Source: an optimization exercise on an open RTL-to-GDS flow (aim: small area and a short achievable clock period). Production flows keep margins and buffers that such runs may drop. Function was checked by simulation only, so behaviour that the tests miss may differ from the original.

$ cat design.v
module ctr_decoder (
    input  wire        clk,
    input  wire        rst,
    input  wire        in_valid,
    input  wire [63:0] in_container,
    input  wire [35:0] in_addr,
    output reg         out_valid,
    output reg  [1:0]  out_outcome,    
    output reg  [47:0] out_data,
    output reg         out_poison,
    output reg  [63:0] out_container,  
    output reg  [6:0]  out_pos0,       
    output reg  [6:0]  out_pos1,       
    output reg         out_p,          
    output reg  [5:0]  out_s1,         
    output reg  [5:0]  out_s3          
);
    localparam [1:0] CLEAN = 2'd0, CORRECTED = 2'd1, UNCORR = 2'd2, ADDRESS = 2'd3;
    localparam [12:0] GPOLY = 13'h1539;  
    function automatic [5:0] gf_exp(input integer k);
        integer i;
        reg [6:0] v;
        begin
            v = 7'd1;
            for (i = 0; i < (k % 63); i = i + 1) begin
                v = v << 1;
                if (v[6]) v = v ^ 7'h43;
            end
            gf_exp = v[5:0];
        end
    endfunction
    function automatic [5:0] gf_mul(input [5:0] a, input [5:0] b);
        integer i;
        reg [6:0] aa;
        reg [5:0] r;
        begin
            aa = {1'b0, a};
            r  = 6'd0;
            for (i = 0; i < 6; i = i + 1) begin
                if (b[i]) r = r ^ aa[5:0];
                aa = aa << 1;
                if (aa[6]) aa = aa ^ 7'h43;
            end
            gf_mul = r;
        end
    endfunction
    function automatic [63:0] to_cw(input [63:0] c);
        to_cw = {c[60], c[61], c[63], c[62], c[47:0], c[59:48]};
    endfunction
    function automatic [63:0] to_container(input [63:0] w);
        to_container = {w[61], w[60], w[62], w[63], w[11:0], w[59:12]};
    endfunction
    function automatic [63:0] encode(input [47:0] data, input poison, input tag);
        integer j;
        reg [62:0] m;
        reg [62:0] r;
        reg [63:0] w;
        begin
            m = 63'd0;
            m[59:12] = data;
            m[60]    = poison;
            m[62]    = tag;
            r = m;
            for (j = 62; j >= 12; j = j - 1)
                if (r[j]) r = r ^ ({50'd0, GPOLY} << (j - 12));
            w = {1'b0, m | {51'd0, r[11:0]}};
            w[63] = ^w[62:0];
            encode = to_container(w);
        end
    endfunction
    reg        v1;
    reg [63:0] c1;
    reg [35:0] a1;
    always @(posedge clk) begin
        if (rst) v1 <= 1'b0;
        else     v1 <= in_valid;
        c1 <= in_container;
        a1 <= in_addr;
    end
    reg [63:0] cw, cwc, flip;
    reg [5:0]  s1, s3, cube, s1inv, sig2, lg, x;
    reg        p, tag;
    reg [62:0] root;
    reg [6:0]  r0, r1;
    reg        found;
    reg [1:0]  outcome;
    reg [6:0]  pos0, pos1;
    integer    j;
    always @(*) begin
        cw  = to_cw(c1);
        p   = ^c1;
        tag = ^a1;
        s1 = 6'd0;
        s3 = 6'd0;
        for (j = 0; j < 63; j = j + 1)
            if (cw[j]) begin
                s1 = s1 ^ gf_exp(j);
                s3 = s3 ^ gf_exp(3 * j);
            end
        cube = gf_mul(s1, gf_mul(s1, s1));
        lg    = 6'd0;
        s1inv = 6'd0;
        for (j = 0; j < 63; j = j + 1)
            if (gf_exp(j) == s1) begin
                lg    = j[5:0];
                s1inv = gf_exp(63 - j);
            end
        sig2 = gf_mul(s3, s1inv) ^ gf_mul(s1, s1);
        root = 63'd0;
        for (j = 0; j < 63; j = j + 1) begin
            x = gf_exp(63 - j);
            root[j] = ((6'd1 ^ gf_mul(s1, x) ^ gf_mul(sig2, gf_mul(x, x))) == 6'd0);
        end
        found = |root;
        r0 = 7'd127;
        r1 = 7'd127;
        for (j = 62; j >= 0; j = j - 1)
            if (root[j]) r0 = j[6:0];
        for (j = 0; j < 63; j = j + 1)
            if (root[j]) r1 = j[6:0];
        flip    = 64'd0;
        outcome = CORRECTED;
        pos0    = 7'd127;
        pos1    = 7'd127;
        if (s1 == 6'd0 && s3 == 6'd0) begin
            if (!p) outcome = CLEAN;
            else begin
                flip[63] = 1'b1;
                pos0     = 7'd63;
            end
        end else if (p) begin
            if (s3 == cube) begin
                flip[lg] = 1'b1;
                pos0     = {1'b0, lg};
            end else
                outcome = UNCORR;
        end else if (s1 == 6'd0) begin
            outcome = UNCORR;
        end else if (s3 == cube) begin
            flip[lg] = 1'b1;
            flip[63] = 1'b1;
            pos0     = {1'b0, lg};
            pos1     = 7'd63;
        end else if (found) begin
            flip[r0] = 1'b1;
            flip[r1] = 1'b1;
            pos0     = r0;
            pos1     = r1;
        end else
            outcome = UNCORR;
        cwc = cw ^ flip;
        if (outcome != UNCORR && cwc[62] != tag)
            outcome = ADDRESS;
    end
    always @(posedge clk) begin
        if (rst) out_valid <= 1'b0;
        else     out_valid <= v1;
        out_outcome <= outcome;
        out_pos0    <= pos0;
        out_pos1    <= pos1;
        out_p       <= p;
        out_s1      <= s1;
        out_s3      <= s3;
        case (outcome)
            CLEAN: begin
                out_data      <= c1[47:0];
                out_poison    <= c1[62];
                out_container <= c1;
            end
            CORRECTED: begin
                out_data      <= cwc[59:12];
                out_poison    <= cwc[60];
                out_container <= to_container(cwc);
            end
            default: begin
                out_data      <= c1[47:0];
                out_poison    <= 1'b1;
                out_container <= encode(c1[47:0], 1'b1, tag);
            end
        endcase
    end
endmodule
$ cat run.sh
#!/bin/bash
# synth_recipe.tcl (not shown) runs the flow's synth.tcl, then flattens the netlist and writes it again
# the make line also repeats each setting of config.mk as NAME=value (left out here)
make -C /OpenROAD-flow-scripts/flow DESIGN_CONFIG=/design/flow/config.mk WORK_HOME=/design/flow/orfs CLKGATE_MAP_FILE= SYNTH_SCRIPT=/design/flow/synth_recipe.tcl finish
$ cat config.mk
export PLATFORM = sky130hd
export DESIGN_NAME = ctr_decoder
export DESIGN_NICKNAME = ctr_decoder
export VERILOG_FILES = /design/flow/design.v
export SDC_FILE = /design/flow/constraint.sdc
export NUM_CORES = 4
export LEC_CHECK = 0
export CAP_MARGIN = 20
export CORE_MARGIN = 2
export CORE_UTILIZATION = 40
export SLEW_MARGIN = 20
$ cat constraint.sdc
create_clock -name core_clock -period 18.0 [get_ports {clk}]
set_input_delay 3.6000 -clock core_clock [delete_from_list [all_inputs] [get_ports {clk}]]
set_output_delay 3.6000 -clock core_clock [all_outputs]
set_load 0.01 [all_outputs]
==> out/metrics.cfg <==
[setup_path]
cp.required_ns = 18.44
cpMostUsedCell = xnor3_1
cp_max_fo = 26
r2r-start = c1[38]$_DFF_P_
worstRegToRegCells = 38
critPathSlowestCell = a2111oi_1
crit_start = c1[38]$_DFF_P_
max_stage_delay_ns = 1.00
r2r-end = out_container[50]$_DFF_P_
critPathKind = flip-flop to flip-flop
cp.arrival_ns = 15.73
cp-start-kind = flip-flop
endpoint_kind = flip-flop
regToRegSetupSlack_ns = 2.71
critical_path.endpoint = out_container[50]$_DFF_P_

[logic_synthesis]
ys_types = 110
synthCells = 3309
yosys.area.top_type = xnor2_1
async_reset_ff_share_pct = 0
ys_ff_latch = 243
yosysWarningCount = 1
synth-edff-count = 0
syn-num-nets = 3434
syn_area_um2 = 27800
syn_avg_cell_area_um2 = 8.40
synth_top_area_share_pct = 24.3
synthTopCellsByArea = xnor2_1 24%, dfxtp_1 17%, xor2_1 8.1%, xnor3_1 7.5%, nand2_1 3.3%
yosysSeqAreaShare_pct = 17.5
synth_ff_type = dfxtp_1

[global_routing]
gr-usage-all-layers_pct = 31.6
grt_overflow_total = 0
grt_max_degree = 49
antenna_found_initial = 1
grt_pass1_wl_um = 169000
grt_pass1_vias = 24500

[min_path]
worstHoldPathCells = 1
hold_class = flip-flop to flip-flop

[route]
wl_met1_um = 49700
drc = 0
routed-wl-met2_um = 50700
dr_total_vias = 26500
first_pass_iters = 7
routedWlPerCell_um = 26.7
wl_met3_um = 12100
top_layer = met5
drt-initial-drc-count = 3661
final_antenna_net_count = 0
viasPerCell = 6.02
routed_wirelength_um = 118000

[sta]
tightest_slew_ns = 1.22
maxSlewHeadroom_pct = 17.8
period_share_pct = 84.9
finalSetupTns_ns = 0
setup_violations = 0
rsz0062_at_grt = no
min_period_ns = 15.29
hold_viol = 0
skew_ns = 0.0166
report.final.slew_viol_count = 0
fmax_mhz = 65.4

[die]
core-area_um2 = 68700
die_area_um2 = 71600
die_y_um = 268
fp.dieW_um = 268
initial_core_util_pct = 40.5
rows = 96
ios = 246

[cells_and_area]
final_cell_mix = 763 x xnor2_1, 257 x xor2_1, 245 x clkdlybuf4s50_1, 243 x dfxtp_1, 241 x nand2_1
stdcell_count = 4409
diodes = 0
area_growth_pct = 15.3
nets = 3585
final_common_cell = xnor2_1
drive_gt1_share_pct = 6.96

[place]
port_buffers = 245
gp_congestion = 1.02
dpl.hpwl_um = 91600
place_inst = 4363

[flow_run]
cap_viol_max_count = 0

[cts]
insertion_delay_ns = 0.56
cts_buffer_depth = 3
ctsHoldBuffers = 0
cts_root_buffer = clkbuf_16
numCtsBuffers = 25
htreeDepth = 1
clk_pin_slew_ns = 0.07
postCtsSetupBuffers = 0
cts_tree = yes
numClockSinks = 243
cts.repair.resized = 0

[status]
outcome = timing/DRC/antenna clean

[how the worst min path moves through the flow]
stage / startpoint / endpoint / slack (ns)
2_1_floorplan: v1$_SDFF_PP0_ / out_valid$_SDFF_PP0_ / 0.41
3_3_place_gp: v1$_SDFF_PP0_ / out_valid$_SDFF_PP0_ / 0.42
3_5_place_dp: v1$_SDFF_PP0_ / out_valid$_SDFF_PP0_ / 0.42
4_1_cts: v1$_SDFF_PP0_ / out_valid$_SDFF_PP0_ / 0.44
5_1_grt: v1$_SDFF_PP0_ / out_valid$_SDFF_PP0_ / 0.45
6_report: v1$_SDFF_PP0_ / out_valid$_SDFF_PP0_ / 0.44
[cells by family after synthesis]
family	Yosys count	share of synthesized area, %
simple gates	1011	18.2
mux	50	1.82
compound gates	563	14.8
flops	243	17.5
fa+ha+maj	22	0.990
xor+xnor	1151	42.1
buf+inv	269	4.57
[per-layer routing]
layer / global-route usage, % / vias up
li1: - / 11800
met1: 44.7 / 12700
met2: 48.5 / 1700
met5: 0 / -
met3: 5.04 / 310
met4: 11.4 / 2
[layout make-up]
type,instances,area (µm²)
Sequential cell,243,4860
Timing Repair Buffer,335,3130
Tap cell,931,1160
Multi-Input combinational cell,2797,21800
Inverter,58,218
Clock inverter,15,236
Fill cell,6830,36600
Clock buffer,30,684
[worst max-delay path: cells and delay by family, from the launching register on]
family | cells | cell delay [ns]
DFF | 1 | 0.69
muxes | 2 | 0.60
AOI/OAI and AO/OA | 12 | 4.74
buffers and inverters | 3 | 0.90
adders and majority gates | 2 | 0.92
xor gates and xnor gates | 10 | 4.88
and+or+nand+nor | 9 | 2.36
[stage by stage]
step                area, µm²  setup slack [ns]  utilization, %  hold slack (ns)
floorplan               27800              6.64               -            0.414
global placement        31100              3.12            45.3            0.423
detailed placement      31100              3.20            45.3            0.421
CTS                     32100              3.10            46.7            0.437
global route            32100              1.85            46.7            0.450
finish                  32100              2.71            46.7            0.437
[sequential cells by signal, indices dropped and copies added, names as in the netlist]
| register | flops |
|---|---|
| c1 | 64 |
| out_p | 1 |
| out_data | 48 |
| out_outcome | 2 |
| out_container | 64 |
| out_s1 | 6 |
| a1 | 36 |
| v1 | 1 |
| out_pos0 | 7 |
| out_s3 | 6 |
| out_pos1 | 7 |
| out_valid | 1 |
[synthesized netlist by cell type (45+ instances only)]
library cell    n
a21oi_1       115
and2_1         45
and3_1         68
buf_2          64
clkbuf_1       87
dfxtp_1       243
inv_1          55
mux2i_1        45
nand2_1       241
nand3_1       133
nor2_1        214
nor3_1         88
o21ai_0        77
xnor2_1       771
xnor3_1        93
xor2_1        258

==> static timing again, ports no longer ideal <==
The results above use ideal ports. As a check the final layout listed here was re-extracted and re-timed, cells and wires unchanged. Step 1 sets driving cells, clkbuf_16 on the clock port and buf_2 on the other inputs (assumed; they add their load-dependent delay and slew). Step 2 also shifts input and output timing later by t, the mid clock arrival at the registers, as if the neighbouring blocks saw the same clock. Slacks: ideal / step 1 / step 2; pairs: ideal / step 1.
t (ns): 0.605
setup WS [ns]: 2.710 / 2.710 / 2.710
cell pins on the clock port's net: 1
After both steps setup and hold are still met in this run. For this run, drivers alone change the setup slack by 0.000 ns; drivers and shift together by 0.000 ns.
